Context: an optimization exercise on an open-source flow, tuned for small area, a short achievable clock period and few clock cycles per item. The choices shown serve that exercise and are no tape-out recipe.
Only simulation tests tie the RTL to the original design; equivalence was not proved.
Power is estimated from default activity; no workload was simulated.

// desc_intake
module desc_intake (
    input  wire        clk,
    input  wire        rst,
    input  wire [1:0]  variant,      
    input  wire        in_valid,
    output wire        in_ready,
    input  wire [31:0] in_data,
    input  wire [5:0]  in_ring,
    input  wire [63:0] in_now,
    input  wire        rel_valid,
    input  wire [6:0]  rel_slot,
    output reg         out_valid,
    input  wire        out_ready,
    output reg         out_accept,
    output reg  [7:0]  out_status,
    output reg  [31:0] out_result,
    output reg  [15:0] out_tag,
    output reg  [15:0] out_opcode,
    output reg  [5:0]  out_ring
);
    localparam [7:0] ST_DEADLINE_MISSED = 8'h03;
    localparam [7:0] ST_BAD_OPCODE      = 8'h10;
    localparam [7:0] ST_BAD_PARAM       = 8'h11;
    localparam [7:0] ST_BAD_CHECK       = 8'h12;
    localparam [7:0] ST_TAG_BUSY        = 8'h13;
    localparam [7:0] ST_UNIT_ABSENT     = 8'h14;
    localparam [31:0] SIXTY_S_LO = 32'hF847_5800;    
    localparam [31:0] SIXTY_S_HI = 32'h0000_000D;
    reg         in_ready_q;
    reg  [3:0]  word;         
    reg         v_q;          
    reg  [31:0] d_q;
    reg  [31:0] n_q;          
    reg  [5:0]  ring_q;
    wire take = in_valid && in_ready_q;
    assign in_ready = in_ready_q;
    reg  [15:0] st;           
    reg  [1:0]  variant_q;
    wire w0  = st[0];
    wire w1  = st[1];
    wire w14 = st[14];
    wire w15 = st[15];
    wire wp  = |st[13:6];     
    reg  [15:0] op_q;
    reg  [15:0] tag_q;
    reg  [2:0]  kind_q;       
    reg         kind_lo_q;    
    reg  [31:0] nb1_q, nb2_q;    
    reg         known_q;
    reg         rsv_q;
    reg         kind_ok_q, idx_gt_q;    
    reg         absent_q;
    reg         xc_q, xv31_q, yc_q;     
    reg         a_q;                    
    reg         z_lo_q;
    reg         time_q, late_q;
    reg         self_q;
    reg         busy_q;
    reg  [3:0]  gen_q;
    reg  [31:0] crc_q;
    reg         crc_ok_q;
    wire [31:0] x = crc_q ^ d_q;
    wire [31:0] crc_next;
    assign crc_next[0] = (((((x[1] ^ x[2]) ^ x[4]) ^ (x[5] ^ x[6])) ^ ((x[7] ^ x[9]) ^ (x[11] ^ x[14]))) ^ ((((x[15] ^ x[16]) ^ x[20]) ^ (x[23] ^ x[24])) ^ ((x[25] ^ x[26]) ^ (x[27] ^ x[28]))));
  ...
Size: about 960 flip-flops, ~33,000 sq um of cells after synthesis.
make LEC_CHECK=0 CAP_MARGIN=20 CORE_MARGIN=2 CORE_UTILIZATION=40 CTS_CLUSTER_DIAMETER=100 CTS_CLUSTER_SIZE=30 PLACE_DENSITY=0.6 SETUP_SLACK_MARGIN=4.6 SLEW_MARGIN=20 TNS_END_PERCENT=5 finish   # period 7.0 ns
run.sh (not shown) runs the stock make flow with config.mk's settings and CLKGATE_MAP_FILE= SYNTH_SCRIPT=/design/flow/synth_recipe.tcl, a recipe that flattens the netlist after the stock synthesis.
Testbench counts at the start, summed over its fixed seeds: cycles 51,224, items 3,200.
Edit:
- CORE_UTILIZATION: 40 -> 45
- PLACE_DENSITY: 0.6 -> 0.65
- SETUP_SLACK_MARGIN: 4.6 -> 4.4
- TNS_END_PERCENT: 5 -> not set
Outcome: Final cell count drops by a few percent; setup slack degrades by 19 ps; routed wire length drops by a few percent; area after synthesis does not change; die area falls by roughly a tenth; clock power falls slightly; sequential power barely changes; via count barely changes.
Edit:
==> flow/flow/run.sh (new file) <==
#!/bin/bash
# The standard layout, with plain buffers (rather than the resizer's pick of a
# delay cell) on the ports.
export BUFFER_PORTS_ARGS="-buffer_cell sky130_fd_sc_hd__buf_2"
bash standard.sh > standard.log 2>&1
==> flow/standard.sh (new file) <==
#!/bin/bash
# synth_recipe.tcl (not shown) runs the flow's synth.tcl, then flattens the netlist and writes it again
# the make line also repeats each setting of config.mk as NAME=value (left out here)
make -C /OpenROAD-flow-scripts/flow DESIGN_CONFIG=/design/flow/config.mk WORK_HOME=/design/flow/orfs CLKGATE_MAP_FILE= SYNTH_SCRIPT=/design/flow/synth_recipe.tcl "${@:-finish}"
- CORE_UTILIZATION: 45 -> 40
- PLACE_DENSITY: 0.65 -> 0.6
- SETUP_SLACK_MARGIN: 4.4 -> 4.5
removed: flow/run.sh
=> The new run finished with timing, DRC and antenna clean; critical path depth drops by 8; global-route usage falls by 1.7 points; clock power stays flat; worst setup slack improves by 49 ps; clock skew goes up by 5.4 ps; power came out higher by about 1.7%; cell count is higher by about 3.7%; core utilization is lower by 5.5 points; non-clock buffer count went up by 31; die area goes up by 12%.
Edit:
==> flow/run.sh (new file) <==
#!/bin/bash
# synth_recipe.tcl (not shown) runs the flow's synth.tcl, then flattens the netlist and writes it again
# the make line also repeats each setting of config.mk as NAME=value (left out here)
make -C /OpenROAD-flow-scripts/flow DESIGN_CONFIG=/design/flow/config.mk WORK_HOME=/design/flow/orfs CLKGATE_MAP_FILE= SYNTH_SCRIPT=/design/flow/synth_recipe.tcl finish
removed: flow/flow/run.sh
removed: flow/standard.sh
The changed run completed without violations; sequential share of layout area decreases by 1.0 points; synthesized area stays the same; total power is about the same; via count decreases by 0.33%; global-route usage rose by 0.28 points; sequential cell count stays the same; clock power increases by about 2%; cell area came out higher by 1.9%.

==> static timing again, ports no longer ideal <==
No port has a modelled driver above. Below, the same layouts with a new extraction and two added sets of constraints. Step 1, drivers: a clkbuf_16 drives clk and a buf_2 each remaining input, both assumed. Step 2 moves the port delays by t, midway between the first and last clock arrival at a register: inputs arrive t later, outputs are due t later. That takes back most of the time a late clock gives input paths. Three values: ideal ports, drivers, drivers and shift; two values: the first two.
run | t (ns) | slack for setup (ns) | latest minus earliest clock arrival (ns) | worst data-port slew with drivers (ns) | cell pins on the clock port's net
the first run | 0.671 | 4.246 / 4.184 / 3.773 | 0.055 / 0.055 | 0.07 | 1
the second run | 0.677 | 4.228 / 4.228 / 3.883 | 0.028 / 0.028 | 0.06 | 1
the third run | 0.681 | 4.277 / 4.213 / 3.988 | 0.037 / 0.037 | 0.05 | 1
the fourth run | 0.682 | 4.267 / 4.203 / 4.010 | 0.040 / 0.039 | 0.07 | 1
After both steps every run listed still meets setup and hold. For the first run, which loses most, drivers alone change the setup slack by -0.062 ns; drivers and shift together by -0.473 ns.
